What follows belongs to an exercise in optimizing a design on an open flow for small area, a short achievable clock period and few clock cycles; a production flow would make more cautious choices.
At most, simulation tests tie the RTL to the original design; equivalence was not proved.

==> inputs of job 4656 <==
// crc_top
module crc_top (
    input  wire        clk,
    input  wire        rst,
    input  wire        wr_en,
    input  wire        rd_en,
    input  wire [6:0]  addr,
    input  wire [31:0] wdata,
    output reg         ready,
    output reg         rvalid,
    output reg  [31:0] rdata
);
clock: 32.0 ns
lec_check: 0
cap_margin: 20
core_margin: 2
core_utilization: 25
place_density: 0.45
slew_margin: 20
standard.sh (not shown) runs the stock make flow with config.mk's settings and CLKGATE_MAP_FILE= SYNTH_SCRIPT=/design/flow/synth_recipe.tcl, a recipe that flattens the netlist after the stock synthesis.
==> flow/flow/run.sh <==
#!/bin/bash
# The standard layout, with port buffers of a normal drive strength and timing repair
# aiming for setup slack beyond the default margin. make's output goes to flow_make.log;
# each ORFS step keeps its own log under orfs/logs.
set -euo pipefail
bash standard.sh 'BUFFER_PORTS_ARGS=-buffer_cell sky130_fd_sc_hd__buf_4' SETUP_SLACK_MARGIN=24 finish > flow_make.log 2>&1
==> inputs of job 9462, as changes to job 4656 <==
--- a/flow/design.v
+++ b/flow/design.v
@@ -30,14 +30,15 @@
     reg  [1:0]  feed_left;            
     reg         feed_byte;            
     reg         step;                 
     reg  [31:0] mu;
     reg         mu_ok;
     reg  [3:0]  mu_cnt;               
-    wire acc_wr = wr_en && ready;
-    wire acc_rd = rd_en && !wr_en && ready;
+    reg  busy;
+    wire acc_wr = wr_en && !busy;
+    wire acc_rd = rd_en && !wr_en && !busy;
     wire [4:0] a = addr[6:2];
     wire [6:0]  w_new  = (wdata[6:0] < 7'd3) ? 7'd3 : (wdata[6:0] > 7'd64) ? 7'd64 : wdata[6:0];
     wire [5:0]  sh_new = ~(w_new[5:0] - 6'd1);
     wire [63:0] wmask  = {64{1'b1}} >> sh_m;
     wire [63:0] p_al   = poly << sh_p;
     reg  [63:0] p_al_q;
@@ -68,21 +69,29 @@
         end
     endgenerate
     wire [63:0] s_shift = !step     ? sreg :
                           feed_byte ? {sreg[55:0], 8'd0} : {sreg[31:0], 32'd0};
     wire [63:0] s_eng   = s_shift ^ r;            
     wire [63:0] s_nat = s_eng >> sh_st;           
-    wire [63:0] l_al  = sreg << sh_l;             
-    wire [63:0] a_now = nat ? l_al : s_eng;
-    reg  [63:0] refl;
+    wire [5:0]  amt_l = sh_l - sh_st;
+    wire [127:0] l_rr = {sreg, sreg} << amt_l;
+    wire [63:0] l_al  = l_rr[127:64];
+    reg  [63:0] refl_e, refl_l;                   
+    reg  [63:0] hmask;                            
     integer j;
     always @(*) begin
-        for (j = 0; j < 64; j = j + 1)
-            refl[j] = a_now[63 - j];
-    end
-    wire [63:0] result = ((refout ? refl : s_nat) ^ xorout) & wmask;
+        for (j = 0; j < 64; j = j + 1) begin
+            refl_e[j] = s_eng[63 - j];
+            refl_l[j] = l_al[63 - j];
+            hmask[j]  = wmask[63 - j];
+        end
+    end
+    wire        r_e = refout && !nat;
+    wire        r_l = refout && nat;
+    wire [63:0] result = ((({64{r_e}} & refl_e) | ({64{!refout}} & s_nat) | ({64{r_l}} & refl_l))
+                          & wmask) ^ (xorout & wmask);
     wire [31:0] ptop = p_al[63:32];               
     reg  [31:0] fr;
     reg  [31:0] mm;
     integer i;
     always @(*) begin
         for (i = 0; i < 32; i = i + 1)
@@ -119,19 +128,35 @@
             nat_n   = 1'b0;
         end
         if (wr_start || wr_state) begin
             sh_st_n = 6'd0;
             nat_n   = w_lt64;
         end
-        if (wr_cfg) begin
-            sh_st_n = 6'd0;
+        if (wr_cfg)
             nat_n   = 1'b1;
-        end
-    end
-    always @(posedge clk)
+    end
+    reg [31:0] rd_val;
+    always @(*) begin
+        case (a)
+            5'h10:   rd_val = {21'd0, feed_w, refout, refin, width};
+            5'h11:   rd_val = poly[31:0];
+            5'h12:   rd_val = poly[63:32];
+            5'h13:   rd_val = init[31:0];
+            5'h14:   rd_val = init[63:32];
+            5'h15:   rd_val = xorout[31:0];
+            5'h16:   rd_val = xorout[63:32];
+            5'h1A:   rd_val = state_hi_rd;
+            5'h1C:   rd_val = result_hi_rd;
+            default: rd_val = 32'd0;
+        endcase
+        rd_val = rd_val | ({32{a == 5'h19}} & s_nat[31:0]) | ({32{a == 5'h1B}} & result[31:0]);
+    end
+    always @(posedge clk) begin
         p_al_q <= p_al;
+        rdata  <= rd_val;
+    end
     always @(posedge clk) begin
         if (rst) begin
             width        <= 7'd32;
             refin        <= 1'b1;
             refout       <= 1'b1;
             feed_w       <= 2'd2;
@@ -153,40 +178,40 @@
             feed_byte    <= 1'b0;
             step         <= 1'b0;
             mu           <= MU_RESET;
             mu_ok        <= 1'b1;
             mu_cnt       <= 4'd0;
             ready        <= 1'b1;
+            busy         <= 1'b0;
             rvalid       <= 1'b0;
         end else begin
             rvalid    <= acc_rd;
             feed_left <= fl_n;
             mu_ok     <= mu_ok_n;
             sh_st     <= sh_st_n;
             nat       <= nat_n;
             step      <= (fl_n != 2'd0) && mu_ok_n && !nat_n;
             ready     <= (fl_n == 2'd0) || (fl_n == 2'd1 && mu_ok_n && !nat_n);
+            busy      <= !((fl_n == 2'd0) || (fl_n == 2'd1 && mu_ok_n && !nat_n));
             if (mu_cnt != 4'd0) begin
                 mu     <= mm;
                 mu_cnt <= mu_cnt - 4'd1;
             end
             if (wr_cfg || wr_poly) begin
                 mu     <= 32'd1;
                 mu_cnt <= 4'd8;
             end
             if (step)
                 feed <= {feed[23:0], 8'd0};
             sreg <= s_eng;
             if (align) begin
-                sreg  <= l_al;
+                sreg  <= l_al & hmask;
                 clean <= 1'b1;
             end
-            if (wr_cfg) begin
-                sreg  <= s_nat;
+            if (wr_cfg)
                 clean <= 1'b0;
-            end
             if (wr_start) begin
                 sreg  <= init & wmask;
                 clean <= 1'b1;
             end
             if (wr_state) begin
                 sreg  <= {state_hi_wr, wdata} & wmask;
@@ -215,31 +240,11 @@
                         feed_byte <= (feed_w[1] == 1'b0);
                     end
                     5'h1A: state_hi_wr <= wdata;
                     default: ;
                 endcase
             end
-            if (acc_rd) begin
-                case (a)
-                    5'h10: rdata <= {21'd0, feed_w, refout, refin, width};
-                    5'h11: rdata <= poly[31:0];
-                    5'h12: rdata <= poly[63:32];
-                    5'h13: rdata <= init[31:0];
-                    5'h14: rdata <= init[63:32];
-                    5'h15: rdata <= xorout[31:0];
-                    5'h16: rdata <= xorout[63:32];
-                    5'h19: begin
-                        rdata       <= s_nat[31:0];
-                        state_hi_rd <= s_nat[63:32];
-                    end
-                    5'h1A: rdata <= state_hi_rd;
-                    5'h1B: begin
-                        rdata        <= result[31:0];
-                        result_hi_rd <= result[63:32];
-                    end
-                    5'h1C: rdata <= result_hi_rd;
-                    default: rdata <= 32'd0;
-                endcase
-            end
+            if (acc_rd && a == 5'h19) state_hi_rd  <= s_nat[63:32];
+            if (acc_rd && a == 5'h1B) result_hi_rd <= result[63:32];
         end
     end
 endmodule
Settings changed: CORE_UTILIZATION 25 to 45, PLACE_DENSITY 0.45 to 0.55.
==> inputs of job 345, as changes to job 4656 <==
--- a/flow/design.v
+++ b/flow/design.v
@@ -4,13 +4,13 @@
     input  wire        wr_en,
     input  wire        rd_en,
     input  wire [6:0]  addr,
     input  wire [31:0] wdata,
     output reg         ready,
     output reg         rvalid,
-    output reg  [31:0] rdata
+    output wire [31:0] rdata
 );
     localparam [31:0] MU_RESET = 32'h04D1_01DF;
     reg  [6:0]  width;
     reg         refin;
     reg         refout;
     reg  [1:0]  feed_w;
@@ -30,14 +30,15 @@
     reg  [1:0]  feed_left;            
     reg         feed_byte;            
     reg         step;                 
     reg  [31:0] mu;
     reg         mu_ok;
     reg  [3:0]  mu_cnt;               
-    wire acc_wr = wr_en && ready;
-    wire acc_rd = rd_en && !wr_en && ready;
+    reg  busy;
+    wire acc_wr = wr_en && !busy;
+    wire acc_rd = rd_en && !wr_en && !busy;
     wire [4:0] a = addr[6:2];
     wire [6:0]  w_new  = (wdata[6:0] < 7'd3) ? 7'd3 : (wdata[6:0] > 7'd64) ? 7'd64 : wdata[6:0];
     wire [5:0]  sh_new = ~(w_new[5:0] - 6'd1);
     wire [63:0] wmask  = {64{1'b1}} >> sh_m;
     wire [63:0] p_al   = poly << sh_p;
     reg  [63:0] p_al_q;
@@ -68,21 +69,29 @@
         end
     endgenerate
     wire [63:0] s_shift = !step     ? sreg :
                           feed_byte ? {sreg[55:0], 8'd0} : {sreg[31:0], 32'd0};
     wire [63:0] s_eng   = s_shift ^ r;            
     wire [63:0] s_nat = s_eng >> sh_st;           
-    wire [63:0] l_al  = sreg << sh_l;             
-    wire [63:0] a_now = nat ? l_al : s_eng;
-    reg  [63:0] refl;
+    wire [5:0]  amt_l = sh_l - sh_st;
+    wire [127:0] l_rr = {sreg, sreg} << amt_l;
+    wire [63:0] l_al  = l_rr[127:64];
+    reg  [63:0] refl_e, refl_l;                   
+    reg  [63:0] hmask;                            
     integer j;
     always @(*) begin
-        for (j = 0; j < 64; j = j + 1)
-            refl[j] = a_now[63 - j];
-    end
-    wire [63:0] result = ((refout ? refl : s_nat) ^ xorout) & wmask;
+        for (j = 0; j < 64; j = j + 1) begin
+            refl_e[j] = s_eng[63 - j];
+            refl_l[j] = l_al[63 - j];
+            hmask[j]  = wmask[63 - j];
+        end
+    end
+    wire        r_e = refout && !nat;
+    wire        r_l = refout && nat;
+    wire [63:0] result = ((({64{r_e}} & refl_e) | ({64{!refout}} & s_nat) | ({64{r_l}} & refl_l))
+                          & wmask) ^ (xorout & wmask);
     wire [31:0] ptop = p_al[63:32];               
     reg  [31:0] fr;
     reg  [31:0] mm;
     integer i;
     always @(*) begin
         for (i = 0; i < 32; i = i + 1)
@@ -119,19 +128,37 @@
             nat_n   = 1'b0;
         end
         if (wr_start || wr_state) begin
             sh_st_n = 6'd0;
             nat_n   = w_lt64;
         end
-        if (wr_cfg) begin
-            sh_st_n = 6'd0;
+        if (wr_cfg)
             nat_n   = 1'b1;
-        end
-    end
-    always @(posedge clk)
+    end
+    reg [31:0] rd_q, rs_q;
+    assign rdata = rd_q | rs_q;
+    reg [31:0] rd_val;
+    always @(*) begin
+        case (a)
+            5'h10:   rd_val = {21'd0, feed_w, refout, refin, width};
+            5'h11:   rd_val = poly[31:0];
+            5'h12:   rd_val = poly[63:32];
+            5'h13:   rd_val = init[31:0];
+            5'h14:   rd_val = init[63:32];
+            5'h15:   rd_val = xorout[31:0];
+            5'h16:   rd_val = xorout[63:32];
+            5'h1A:   rd_val = state_hi_rd;
+            5'h1C:   rd_val = result_hi_rd;
+            default: rd_val = 32'd0;
+        endcase
+    end
+    always @(posedge clk) begin
         p_al_q <= p_al;
+        rd_q   <= rd_val;
+        rs_q   <= ({32{a == 5'h19}} & s_nat[31:0]) | ({32{a == 5'h1B}} & result[31:0]);
+    end
     always @(posedge clk) begin
         if (rst) begin
             width        <= 7'd32;
             refin        <= 1'b1;
             refout       <= 1'b1;
             feed_w       <= 2'd2;
@@ -153,40 +180,40 @@
             feed_byte    <= 1'b0;
             step         <= 1'b0;
             mu           <= MU_RESET;
             mu_ok        <= 1'b1;
             mu_cnt       <= 4'd0;
             ready        <= 1'b1;
+            busy         <= 1'b0;
             rvalid       <= 1'b0;
         end else begin
             rvalid    <= acc_rd;
             feed_left <= fl_n;
             mu_ok     <= mu_ok_n;
             sh_st     <= sh_st_n;
             nat       <= nat_n;
             step      <= (fl_n != 2'd0) && mu_ok_n && !nat_n;
             ready     <= (fl_n == 2'd0) || (fl_n == 2'd1 && mu_ok_n && !nat_n);
+            busy      <= !((fl_n == 2'd0) || (fl_n == 2'd1 && mu_ok_n && !nat_n));
             if (mu_cnt != 4'd0) begin
                 mu     <= mm;
                 mu_cnt <= mu_cnt - 4'd1;
             end
             if (wr_cfg || wr_poly) begin
                 mu     <= 32'd1;
                 mu_cnt <= 4'd8;
             end
             if (step)
                 feed <= {feed[23:0], 8'd0};
             sreg <= s_eng;
             if (align) begin
-                sreg  <= l_al;
+                sreg  <= l_al & hmask;
                 clean <= 1'b1;
             end
-            if (wr_cfg) begin
-                sreg  <= s_nat;
+            if (wr_cfg)
                 clean <= 1'b0;
-            end
             if (wr_start) begin
                 sreg  <= init & wmask;
                 clean <= 1'b1;
             end
             if (wr_state) begin
                 sreg  <= {state_hi_wr, wdata} & wmask;
@@ -215,31 +242,11 @@
                         feed_byte <= (feed_w[1] == 1'b0);
                     end
                     5'h1A: state_hi_wr <= wdata;
                     default: ;
                 endcase
             end
-            if (acc_rd) begin
-                case (a)
-                    5'h10: rdata <= {21'd0, feed_w, refout, refin, width};
-                    5'h11: rdata <= poly[31:0];
-                    5'h12: rdata <= poly[63:32];
-                    5'h13: rdata <= init[31:0];
-                    5'h14: rdata <= init[63:32];
-                    5'h15: rdata <= xorout[31:0];
-                    5'h16: rdata <= xorout[63:32];
-                    5'h19: begin
-                        rdata       <= s_nat[31:0];
-                        state_hi_rd <= s_nat[63:32];
-                    end
-                    5'h1A: rdata <= state_hi_rd;
-                    5'h1B: begin
-                        rdata        <= result[31:0];
-                        result_hi_rd <= result[63:32];
-                    end
-                    5'h1C: rdata <= result_hi_rd;
-                    default: rdata <= 32'd0;
-                endcase
-            end
+            if (acc_rd && a == 5'h19) state_hi_rd  <= s_nat[63:32];
+            if (acc_rd && a == 5'h1B) result_hi_rd <= result[63:32];
         end
     end
 endmodule
==> impl_metrics.csv <==
group,metric,value,unit
route,met1_length,176000,microns
outcome,status,"finished clean",
logic_synthesis,synth-xor-area-share,0.291,
die,die_h,546,microns
cells_and_area,num-multi-input-gates,7701,
[end of results for job 345]
==> impl_metrics.csv <==
group,metric,value,unit
cells_and_area,num-multi-input-gates,7674,
critical_path,slowest_stage,"a222oi_1",
outcome,status,"finished clean",
logic_synthesis,synth-xor-area-share,0.300,
die,die_h,404,microns
route,met1_length,152000,microns
[end of results for job 9462]
==> impl_metrics.csv <==
group,metric,value,unit
cts,h-tree-depth,3,
cells_and_area,final_area,83200,sq um
route,met1_length,186000,microns
die,die_x,546,microns
logic_synthesis,synth-xor-area-share,0.292,
timing,rsz0062_at_grt,"yes",
outcome,status,"finished clean",
cells_and_area,multi_input_area_share,0.712,
cells_and_area,num-multi-input-gates,8028,
die,die_h,546,microns
[end of results for job 4656]
Testbench counts of job 4656, summed over its fixed seeds: cycles 52,286.
Testbench counts of job 9462, summed over its fixed seeds: cycles 52,286.
No functional check of the RTL was part of job 345.

[static timing again, ports no longer ideal]
No port has a modelled driver above. Below, the same layouts with a new extraction and two added sets of constraints. Step 1 (the two cells are an assumption about what drives the block):
set clk [get_ports {clk}]
set_driving_cell -lib_cell sky130_fd_sc_hd__clkbuf_16 $clk
set_driving_cell -lib_cell sky130_fd_sc_hd__buf_2 [delete_from_list [all_inputs] $clk]
Step 2 adds t to the input delays and takes it off the output delays; t is the mean of the earliest and latest rising clock arrival at the registers after step 1. Input paths then give back, and output paths get back, about the clock's delay inside the block. a / b / c = ideal ports / drivers / drivers and shift; a / b = the first two.
| run | shift t [ns] | setup WS [ns] | slew at the worst register clock pin (ns) | cell pins on the clock port's net |
|---|---|---|---|---|
| job 4656 | 0.786 | 23.838 / 23.838 / 23.138 | 0.07 / 0.07 | 1 |
| job 9462 | 0.750 | 23.816 / 23.850 / 23.101 | 0.08 / 0.08 | 1 |
| job 345 | 0.802 | 23.886 / 23.892 / 23.127 | 0.08 / 0.08 | 1 |
After both steps every run listed still meets setup and hold. The setup slack of job 345, which loses most, moves by +0.006 ns with the drivers and by -0.759 ns with both steps.
